Context: an optimization exercise on an open-source flow, tuned for small area, a short achievable clock period and few clock cycles per item. The choices shown serve that exercise and are no tape-out recipe. In this exercise RTL edits were held to simulation tests only and were not proved equivalent to the original.

==> ember <==
## husk_dec
module husk_dec (
    input  wire         clk,
    input  wire         rst,
    input  wire         in_valid,
    output wire         in_ready,
    input  wire         in_mode,
    input  wire [255:0] in_data,
    input  wire [31:0]  in_check,
    output wire         out_valid,
    output wire [255:0] out_data,
    output wire [31:0]  out_check,
    output wire [1:0]   out_status
);
  function [3:0] m16;
    input [3:0] a;
    input [3:0] b;
    reg [6:0] p;
    begin
      p = ({7{b[0]}} & {3'b0, a}) ^ ({7{b[1]}} & {2'b0, a, 1'b0}) ^
          ({7{b[2]}} & {1'b0, a, 2'b0}) ^ ({7{b[3]}} & {a, 3'b0});
      m16 = p[3:0] ^ {p[6:4], 1'b0} ^ {1'b0, p[6:4]};
    end
  endfunction
  function [3:0] inv16;
    input [3:0] a;
    begin
      case (a)
        4'h0: inv16 = 4'h0;
        4'h1: inv16 = 4'h1;
        4'h2: inv16 = 4'h9;
        4'h3: inv16 = 4'hE;
        4'h4: inv16 = 4'hD;
        4'h5: inv16 = 4'hB;
        4'h6: inv16 = 4'h7;
        4'h7: inv16 = 4'h6;
        4'h8: inv16 = 4'hF;
        4'h9: inv16 = 4'h2;
        4'hA: inv16 = 4'hC;
        4'hB: inv16 = 4'h5;
        4'hC: inv16 = 4'hA;
        4'hD: inv16 = 4'h4;
        4'hE: inv16 = 4'h3;
        4'hF: inv16 = 4'h8;
        default: inv16 = 4'h0;
  ...
Settings: LEC_CHECK=0, CAP_MARGIN=20, CORE_MARGIN=2, CORE_UTILIZATION=50, PLACE_DENSITY=0.65, SLEW_MARGIN=20; clock period 30.0 ns.
run.sh (not shown) runs the stock make flow with config.mk's settings and CLKGATE_MAP_FILE= SYNTH_SCRIPT=/design/flow/synth_recipe.tcl, a recipe that flattens the netlist after the stock synthesis.
==> pepper (differences from ember) <==
--- a/flow/design.v
+++ b/flow/design.v
@@ -135,10 +135,19 @@
       frcomp[5] = a[7];
       frcomp[6] = a[1] ^ a[3] ^ a[6] ^ a[7];
       frcomp[7] = a[2] ^ a[5];
     end
   endfunction
+  function inpos;
+    input [7:0] x;
+    begin
+      case (x)
+        8'h4D, 8'h02, 8'hAC, 8'h4C, 8'h54, 8'h8A, 8'hFE, 8'h11, 8'h6D, 8'h67, 8'h2E, 8'h57, 8'h70, 8'h94, 8'hF7, 8'hA2, 8'h7E, 8'hA6, 8'h05, 8'h2D, 8'hAD, 8'h1A, 8'h72, 8'h38, 8'hBB, 8'hF6, 8'hF4, 8'h58, 8'h14, 8'h40, 8'hCA, 8'h34, 8'h25, 8'h48, 8'h2F, 8'h01: inpos = 1'b1;
+        default: inpos = 1'b0;
+      endcase
+    end
+  endfunction
   wire [287:0] cw;
   wire [0:0] mode;
   wire [7:0] S0;
   reg [287:0] cw_r1;
   wire [7:0] S1;
@@ -154,60 +163,54 @@
   wire [7:0] P02;
   wire [7:0] D;
   wire [7:0] A;
   wire [7:0] B;
   wire [0:0] dz;
+  reg [7:0] D_r2;
   wire [0:0] az;
+  reg [7:0] A_r2;
   wire [7:0] N;
+  reg [7:0] C1_r2;
   wire [7:0] M;
+  reg [7:0] C0_r2;
   wire [7:0] invM;
-  reg [7:0] M_r2;
-  wire [7:0] Q;
-  reg [7:0] N_r2;
-  wire [7:0] sig2;
-  reg [7:0] B_r2;
   wire [7:0] invA;
-  reg [7:0] A_r2;
+  wire [7:0] BD;
+  reg [7:0] B_r2;
+  wire [7:0] Q;
   wire [7:0] t;
-  reg [7:0] D_r2;
   wire [7:0] c;
   wire [0:0] trc;
   wire [7:0] z0;
   wire [7:0] z0p;
-  reg [0:0] dz_r2;
   wire [7:0] x1;
   reg [7:0] Q_r3;
   reg [7:0] z0p_r3;
   wire [7:0] x2;
   wire [7:0] y1d;
-  reg [7:0] C1_r2;
   reg [7:0] C1_r3;
   reg [7:0] t_r3;
-  reg [7:0] C0_r2;
   reg [7:0] C0_r3;
-  reg [7:0] z0_r3;
   wire [0:0] m1;
   wire [0:0] m2;
   wire [35:0] h1;
   wire [35:0] h2;
   wire [0:0] intact;
   wire [0:0] single;
   reg [0:0] dz_r3;
-  reg [0:0] az_r2;
   reg [0:0] az_r3;
   wire [0:0] double;
   reg [0:0] mode_r1;
   reg [0:0] mode_r2;
   reg [0:0] mode_r3;
   reg [0:0] trc_r3;
   wire [1:0] status;
   reg [0:0] intact_r2;
   reg [0:0] intact_r3;
   wire [7:0] y1n;
+  wire [7:0] s0c;
   wire [7:0] Y1;
-  reg [7:0] S0_r2;
-  reg [7:0] S0_r3;
   wire [7:0] Y2;
   wire [287:0] err;
   wire [287:0] res;
   reg [287:0] cw_r2;
   reg [287:0] cw_r3;
@@ -1566,37 +1569,38 @@
   assign P13 = cmul(C1, C3);
   assign P02 = cmul(C0, C2);
   assign D = csq(C1) ^ P02;
   assign A = P12 ^ P03;
   assign B = P13 ^ csq(C2);
-  assign dz = (D == 8'h00);
-  assign az = (A == 8'h00);
-  assign N = dz ? C1 : A;
-  assign M = dz ? C0 : D;
-  assign invM = cinv(M_r2);
-  assign Q = cmul(N_r2, invM);
-  assign sig2 = cmul(B_r2, invM);
+  assign dz = (D_r2 == 8'h00);
+  assign az = (A_r2 == 8'h00);
+  assign N = dz ? C1_r2 : A_r2;
+  assign M = dz ? C0_r2 : D_r2;
+  assign invM = cinv(M);
   assign invA = cinv(A_r2);
+  assign BD = cmul(B_r2, D_r2);
+  assign Q = cmul(N, invM);
   assign t = cmul(D_r2, invA);
-  assign c = cmul(sig2, csq(t));
+  assign c = cmul(BD, csq(invA));
   assign trc = ^{c[7]};
   assign z0 = clsol(c);
-  assign z0p = dz_r2 ? 8'h01 : z0;
+  assign z0p = z0 ^ {7'b0, dz};
   assign x1 = cmul(Q_r3, z0p_r3);
   assign x2 = x1 ^ Q_r3;
-  assign y1d = cmul(C1_r3, t_r3) ^ cmul(C0_r3, z0_r3 ^ 8'h01);
-  assign m1 = |{(x1 == 8'h01), (x1 == 8'h2F), (x1 == 8'h48), (x1 == 8'h25), (x1 == 8'h34), (x1 == 8'hCA), (x1 == 8'h40), (x1 == 8'h14), (x1 == 8'h58), (x1 == 8'hF4), (x1 == 8'hF6), (x1 == 8'hBB), (x1 == 8'h38), (x1 == 8'h72), (x1 == 8'h1A), (x1 == 8'hAD), (x1 == 8'h2D), (x1 == 8'h05), (x1 == 8'hA6), (x1 == 8'h7E), (x1 == 8'hA2), (x1 == 8'hF7), (x1 == 8'h94), (x1 == 8'h70), (x1 == 8'h57), (x1 == 8'h2E), (x1 == 8'h67), (x1 == 8'h6D), (x1 == 8'h11), (x1 == 8'hFE), (x1 == 8'h8A), (x1 == 8'h54), (x1 == 8'h4C), (x1 == 8'hAC), (x1 == 8'h02), (x1 == 8'h4D)};
-  assign m2 = |{(x2 == 8'h01), (x2 == 8'h2F), (x2 == 8'h48), (x2 == 8'h25), (x2 == 8'h34), (x2 == 8'hCA), (x2 == 8'h40), (x2 == 8'h14), (x2 == 8'h58), (x2 == 8'hF4), (x2 == 8'hF6), (x2 == 8'hBB), (x2 == 8'h38), (x2 == 8'h72), (x2 == 8'h1A), (x2 == 8'hAD), (x2 == 8'h2D), (x2 == 8'h05), (x2 == 8'hA6), (x2 == 8'h7E), (x2 == 8'hA2), (x2 == 8'hF7), (x2 == 8'h94), (x2 == 8'h70), (x2 == 8'h57), (x2 == 8'h2E), (x2 == 8'h67), (x2 == 8'h6D), (x2 == 8'h11), (x2 == 8'hFE), (x2 == 8'h8A), (x2 == 8'h54), (x2 == 8'h4C), (x2 == 8'hAC), (x2 == 8'h02), (x2 == 8'h4D)};
+  assign y1d = cmul(C1_r3, t_r3) ^ cmul(C0_r3, z0p_r3 ^ 8'h01);
+  assign m1 = inpos(x1);
+  assign m2 = inpos(x2);
   assign h1 = {(x1 == 8'h01), (x1 == 8'h2F), (x1 == 8'h48), (x1 == 8'h25), (x1 == 8'h34), (x1 == 8'hCA), (x1 == 8'h40), (x1 == 8'h14), (x1 == 8'h58), (x1 == 8'hF4), (x1 == 8'hF6), (x1 == 8'hBB), (x1 == 8'h38), (x1 == 8'h72), (x1 == 8'h1A), (x1 == 8'hAD), (x1 == 8'h2D), (x1 == 8'h05), (x1 == 8'hA6), (x1 == 8'h7E), (x1 == 8'hA2), (x1 == 8'hF7), (x1 == 8'h94), (x1 == 8'h70), (x1 == 8'h57), (x1 == 8'h2E), (x1 == 8'h67), (x1 == 8'h6D), (x1 == 8'h11), (x1 == 8'hFE), (x1 == 8'h8A), (x1 == 8'h54), (x1 == 8'h4C), (x1 == 8'hAC), (x1 == 8'h02), (x1 == 8'h4D)};
   assign h2 = {(x2 == 8'h01), (x2 == 8'h2F), (x2 == 8'h48), (x2 == 8'h25), (x2 == 8'h34), (x2 == 8'hCA), (x2 == 8'h40), (x2 == 8'h14), (x2 == 8'h58), (x2 == 8'hF4), (x2 == 8'hF6), (x2 == 8'hBB), (x2 == 8'h38), (x2 == 8'h72), (x2 == 8'h1A), (x2 == 8'hAD), (x2 == 8'h2D), (x2 == 8'h05), (x2 == 8'hA6), (x2 == 8'h7E), (x2 == 8'hA2), (x2 == 8'hF7), (x2 == 8'h94), (x2 == 8'h70), (x2 == 8'h57), (x2 == 8'h2E), (x2 == 8'h67), (x2 == 8'h6D), (x2 == 8'h11), (x2 == 8'hFE), (x2 == 8'h8A), (x2 == 8'h54), (x2 == 8'h4C), (x2 == 8'hAC), (x2 == 8'h02), (x2 == 8'h4D)};
   assign intact = (S0 == 8'h00) && (S1 == 8'h00) && (S2 == 8'h00) && (S3 == 8'h00);
   assign single = dz_r3 & az_r3 & m1;
   assign double = mode_r3 & ~dz_r3 & ~trc_r3 & m1 & m2;
   assign status = intact_r3 ? 2'd0 : single ? 2'd1 : double ? 2'd2 : 2'd3;
   assign y1n = frcomp(y1d);
-  assign Y1 = single ? S0_r3 : (double ? y1n : 8'h00);
-  assign Y2 = double ? (S0_r3 ^ y1n) : 8'h00;
+  assign s0c = frcomp(C0_r3);
+  assign Y1 = single ? s0c : (double ? y1n : 8'h00);
+  assign Y2 = double ? (s0c ^ y1n) : 8'h00;
   assign err[7:0] = ({8{h1[0]}} & Y1) | ({8{h2[0]}} & Y2);
   assign err[15:8] = ({8{h1[1]}} & Y1) | ({8{h2[1]}} & Y2);
   assign err[23:16] = ({8{h1[2]}} & Y1) | ({8{h2[2]}} & Y2);
   assign err[31:24] = ({8{h1[3]}} & Y1) | ({8{h2[3]}} & Y2);
   assign err[39:32] = ({8{h1[4]}} & Y1) | ({8{h2[4]}} & Y2);
@@ -1641,35 +1645,28 @@
     if (rst) vld <= 4'd0;
     else vld <= {vld[3:1], in_valid};
   end
   always @(posedge clk) begin
     cw_r1 <= cw;
-    M_r2 <= M;
-    N_r2 <= N;
-    B_r2 <= B;
-    A_r2 <= A;
     D_r2 <= D;
-    dz_r2 <= dz;
+    A_r2 <= A;
+    C1_r2 <= C1;
+    C0_r2 <= C0;
+    B_r2 <= B;
     Q_r3 <= Q;
     z0p_r3 <= z0p;
-    C1_r2 <= C1;
     C1_r3 <= C1_r2;
     t_r3 <= t;
-    C0_r2 <= C0;
     C0_r3 <= C0_r2;
-    z0_r3 <= z0;
-    dz_r3 <= dz_r2;
-    az_r2 <= az;
-    az_r3 <= az_r2;
+    dz_r3 <= dz;
+    az_r3 <= az;
     mode_r1 <= mode;
     mode_r2 <= mode_r1;
     mode_r3 <= mode_r2;
     trc_r3 <= trc;
     intact_r2 <= intact;
     intact_r3 <= intact_r2;
-    S0_r2 <= S0;
-    S0_r3 <= S0_r2;
     cw_r2 <= cw_r1;
     cw_r3 <= cw_r2;
     res_r4 <= res;
     status_r4 <= status;
   end
==> flow/flow/run.sh (new file) <==
#!/bin/bash
# Standard layout (the standard.sh) with one change in global placement:
# every port still gets a buffer, but inputs and outputs get buf_1
# (instead of the default delay buffer), and the flip-flops that drive
# output ports are sized up to dfxtp_2.  See pre_gpl.tcl.
set -euo pipefail
export DONT_BUFFER_PORTS=1
export PRE_GLOBAL_PLACE_TCL="$PWD/flow/pre_gpl.tcl"
bash standard.sh > standard_make.log 2>&1
==> flow/flow/pre_gpl.tcl (new file) <==
# Run by ORFS before global placement (PRE_GLOBAL_PLACE_TCL), in place of
# its own buffer_ports call (DONT_BUFFER_PORTS=1).
set db [ord::get_db]
set block [ord::get_db_block]
set ff2 [$db findMaster sky130_fd_sc_hd__dfxtp_2]
set nup 0
foreach bt [$block getBTerms] {
  if {[$bt getIoType] != "OUTPUT"} { continue }
  set net [$bt getNet]
  if {$net == "NULL"} { continue }
  foreach it [$net getITerms] {
    if {![$it isOutputSignal]} { continue }
    set inst [$it getInst]
    if {[[$inst getMaster] getName] == "sky130_fd_sc_hd__dfxtp_1"} {
      $inst swapMaster $ff2
      incr nup
    }
  }
}
puts "pre_gpl: $nup output flip-flops sized to dfxtp_2"
buffer_ports -inputs -buffer_cell sky130_fd_sc_hd__buf_1
buffer_ports -outputs -buffer_cell sky130_fd_sc_hd__buf_1
==> flow/standard.sh (new file) <==
#!/bin/bash
# synth_recipe.tcl (not shown) runs the flow's synth.tcl, then flattens the netlist and writes it again
# the make line also repeats each setting of config.mk as NAME=value (left out here)
make -C /OpenROAD-flow-scripts/flow DESIGN_CONFIG=/design/flow/config.mk WORK_HOME=/design/flow/orfs CLKGATE_MAP_FILE= SYNTH_SCRIPT=/design/flow/synth_recipe.tcl "${@:-finish}"
- CORE_UTILIZATION: 50 -> 58
- CTS_CLUSTER_DIAMETER: not set -> 80
- CTS_CLUSTER_SIZE: not set -> 20
- PLACE_DENSITY: 0.65 -> 0.7
- SLEW_MARGIN: 20 -> 50
removed: flow/run.sh
==> willow (differences from ember) <==
--- a/flow/design.v
+++ b/flow/design.v
@@ -154,47 +154,43 @@
   wire [7:0] P02;
   wire [7:0] D;
   wire [7:0] A;
   wire [7:0] B;
   wire [0:0] dz;
+  reg [7:0] D_r2;
   wire [0:0] az;
+  reg [7:0] A_r2;
   wire [7:0] N;
+  reg [7:0] C1_r2;
   wire [7:0] M;
+  reg [7:0] C0_r2;
   wire [7:0] invM;
-  reg [7:0] M_r2;
-  wire [7:0] Q;
-  reg [7:0] N_r2;
-  wire [7:0] sig2;
-  reg [7:0] B_r2;
   wire [7:0] invA;
-  reg [7:0] A_r2;
+  wire [7:0] BD;
+  reg [7:0] B_r2;
+  wire [7:0] Q;
   wire [7:0] t;
-  reg [7:0] D_r2;
   wire [7:0] c;
   wire [0:0] trc;
   wire [7:0] z0;
   wire [7:0] z0p;
-  reg [0:0] dz_r2;
   wire [7:0] x1;
   reg [7:0] Q_r3;
   reg [7:0] z0p_r3;
   wire [7:0] x2;
   wire [7:0] y1d;
-  reg [7:0] C1_r2;
   reg [7:0] C1_r3;
   reg [7:0] t_r3;
-  reg [7:0] C0_r2;
   reg [7:0] C0_r3;
   reg [7:0] z0_r3;
   wire [0:0] m1;
   wire [0:0] m2;
   wire [35:0] h1;
   wire [35:0] h2;
   wire [0:0] intact;
   wire [0:0] single;
   reg [0:0] dz_r3;
-  reg [0:0] az_r2;
   reg [0:0] az_r3;
   wire [0:0] double;
   reg [0:0] mode_r1;
   reg [0:0] mode_r2;
   reg [0:0] mode_r3;
@@ -1566,23 +1562,23 @@
   assign P13 = cmul(C1, C3);
   assign P02 = cmul(C0, C2);
   assign D = csq(C1) ^ P02;
   assign A = P12 ^ P03;
   assign B = P13 ^ csq(C2);
-  assign dz = (D == 8'h00);
-  assign az = (A == 8'h00);
-  assign N = dz ? C1 : A;
-  assign M = dz ? C0 : D;
-  assign invM = cinv(M_r2);
-  assign Q = cmul(N_r2, invM);
-  assign sig2 = cmul(B_r2, invM);
+  assign dz = (D_r2 == 8'h00);
+  assign az = (A_r2 == 8'h00);
+  assign N = dz ? C1_r2 : A_r2;
+  assign M = dz ? C0_r2 : D_r2;
+  assign invM = cinv(M);
   assign invA = cinv(A_r2);
+  assign BD = cmul(B_r2, D_r2);
+  assign Q = cmul(N, invM);
   assign t = cmul(D_r2, invA);
-  assign c = cmul(sig2, csq(t));
+  assign c = cmul(BD, csq(invA));
   assign trc = ^{c[7]};
   assign z0 = clsol(c);
-  assign z0p = dz_r2 ? 8'h01 : z0;
+  assign z0p = dz ? 8'h01 : z0;
   assign x1 = cmul(Q_r3, z0p_r3);
   assign x2 = x1 ^ Q_r3;
   assign y1d = cmul(C1_r3, t_r3) ^ cmul(C0_r3, z0_r3 ^ 8'h01);
   assign m1 = |{(x1 == 8'h01), (x1 == 8'h2F), (x1 == 8'h48), (x1 == 8'h25), (x1 == 8'h34), (x1 == 8'hCA), (x1 == 8'h40), (x1 == 8'h14), (x1 == 8'h58), (x1 == 8'hF4), (x1 == 8'hF6), (x1 == 8'hBB), (x1 == 8'h38), (x1 == 8'h72), (x1 == 8'h1A), (x1 == 8'hAD), (x1 == 8'h2D), (x1 == 8'h05), (x1 == 8'hA6), (x1 == 8'h7E), (x1 == 8'hA2), (x1 == 8'hF7), (x1 == 8'h94), (x1 == 8'h70), (x1 == 8'h57), (x1 == 8'h2E), (x1 == 8'h67), (x1 == 8'h6D), (x1 == 8'h11), (x1 == 8'hFE), (x1 == 8'h8A), (x1 == 8'h54), (x1 == 8'h4C), (x1 == 8'hAC), (x1 == 8'h02), (x1 == 8'h4D)};
   assign m2 = |{(x2 == 8'h01), (x2 == 8'h2F), (x2 == 8'h48), (x2 == 8'h25), (x2 == 8'h34), (x2 == 8'hCA), (x2 == 8'h40), (x2 == 8'h14), (x2 == 8'h58), (x2 == 8'hF4), (x2 == 8'hF6), (x2 == 8'hBB), (x2 == 8'h38), (x2 == 8'h72), (x2 == 8'h1A), (x2 == 8'hAD), (x2 == 8'h2D), (x2 == 8'h05), (x2 == 8'hA6), (x2 == 8'h7E), (x2 == 8'hA2), (x2 == 8'hF7), (x2 == 8'h94), (x2 == 8'h70), (x2 == 8'h57), (x2 == 8'h2E), (x2 == 8'h67), (x2 == 8'h6D), (x2 == 8'h11), (x2 == 8'hFE), (x2 == 8'h8A), (x2 == 8'h54), (x2 == 8'h4C), (x2 == 8'hAC), (x2 == 8'h02), (x2 == 8'h4D)};
@@ -1641,27 +1637,23 @@
     if (rst) vld <= 4'd0;
     else vld <= {vld[3:1], in_valid};
   end
   always @(posedge clk) begin
     cw_r1 <= cw;
-    M_r2 <= M;
-    N_r2 <= N;
-    B_r2 <= B;
-    A_r2 <= A;
     D_r2 <= D;
-    dz_r2 <= dz;
+    A_r2 <= A;
+    C1_r2 <= C1;
+    C0_r2 <= C0;
+    B_r2 <= B;
     Q_r3 <= Q;
     z0p_r3 <= z0p;
-    C1_r2 <= C1;
     C1_r3 <= C1_r2;
     t_r3 <= t;
-    C0_r2 <= C0;
     C0_r3 <= C0_r2;
     z0_r3 <= z0;
-    dz_r3 <= dz_r2;
-    az_r2 <= az;
-    az_r3 <= az_r2;
+    dz_r3 <= dz;
+    az_r3 <= az;
     mode_r1 <= mode;
     mode_r2 <= mode_r1;
     mode_r3 <= mode_r2;
     trc_r3 <= trc;
     intact_r2 <= intact;
==> flow/flow/run.sh (new file) <==
#!/bin/bash
# Standard layout, but the port buffers that global placement inserts are
# buf_2 cells instead of the default delay buffers.
set -euo pipefail
export BUFFER_PORTS_ARGS="-buffer_cell sky130_fd_sc_hd__buf_2"
bash standard.sh > standard_make.log 2>&1
==> flow/standard.sh (new file) <==
#!/bin/bash
# synth_recipe.tcl (not shown) runs the flow's synth.tcl, then flattens the netlist and writes it again
# the make line also repeats each setting of config.mk as NAME=value (left out here)
make -C /OpenROAD-flow-scripts/flow DESIGN_CONFIG=/design/flow/config.mk WORK_HOME=/design/flow/orfs CLKGATE_MAP_FILE= SYNTH_SCRIPT=/design/flow/synth_recipe.tcl "${@:-finish}"
- CORE_UTILIZATION: 50 -> 55
- PLACE_DENSITY: 0.65 -> 0.68
removed: flow/run.sh
==> results.cfg <==
[hold_path]
hold_end = cw_r3[194]

[final_layout]
seq_area_frac = 0.397

[die]
fp.dieW_um = 320

[status]
status = finished clean

[grt]
grt_use_met2 = 0.732

[synth]
synth.area.top_cells = dfxtp_1 43%, xnor2_1 22%, xor2_1 9.0%, xnor3_1 7.2%, o22ai_1 3.0%
(the above is from pepper)
==> results.cfg <==
[grt]
grt_use_met2 = 0.673

[die]
fp.dieW_um = 330

[final_layout]
syn_to_final_growth_pct = 16.3
seq_area_frac = 0.374

[status]
status = finished clean

[hold_path]
holdPathStages = 0
hold_end = cw_r3[31]

[timing]
rsz0062_at_grt = false
slew_headroom = 0.0974

[synth]
synth.area.top_cells = dfxtp_1 44%, xnor2_1 25%, xnor3_1 6.1%, xor2_1 5.3%, a22oi_1 3.8%
(the above is from willow)
==> results.cfg <==
[die]
fp.dieH_um = 342

[synth]
ys_types = 85
synth.area.top_cells = dfxtp_1 45%, xnor2_1 29%, xor2_1 6.2%, a22oi_1 4.0%, nor2_1 2.2%

[hold_path]
holdPathStages = 0
hold_end = cw_r3[123]

[final_layout]
seq_area_frac = 0.368
inv_count = 74
mostFrequentLayoutCell = xnor2_1

[route]
ant_nets = 0

[grt]
grt_use_met2 = 0.601
met3_usage = 0.119

[status]
status = finished clean

[timing]
slew_headroom = 0.144
(the above is from ember)
Testbench counts of ember, summed over its fixed seeds: cycles 6,432, items 6,400.
Testbench counts of pepper, summed over its fixed seeds: cycles 6,432, items 6,400.
Testbench counts of willow, summed over its fixed seeds: cycles 6,432, items 6,400.

## afterwards: timing with drivers on the ports
Ports are ideal in the flow. The routed layouts listed here were re-timed in OpenROAD. Step 1 (the two cells are an assumption about what drives the block):
set clk [get_ports {clk}]
set_driving_cell -lib_cell sky130_fd_sc_hd__clkbuf_16 $clk
set_driving_cell -lib_cell sky130_fd_sc_hd__buf_2 [delete_from_list [all_inputs] $clk]
Step 2 also shifts input and output timing later by t, the mid clock arrival at the registers, as if the neighbouring blocks saw the same clock. a / b / c = no drivers / after step 1 / after step 2; a / b = the first two.
run	shift t [ns]	setup WS [ns]	worst setup path at the end	latest minus earliest clock arrival (ns)	worst slew at a driven data input, ns
ember	0.828	21.267 / 21.267 / 21.267	register to register	0.054 / 0.054	0.10
pepper	0.795	22.697 / 22.686 / 22.697	register to register	0.105 / 0.105	0.15
willow	0.806	22.357 / 22.357 / 22.357	register to register	0.077 / 0.077	0.14
After both steps setup and hold are still met in every run listed.
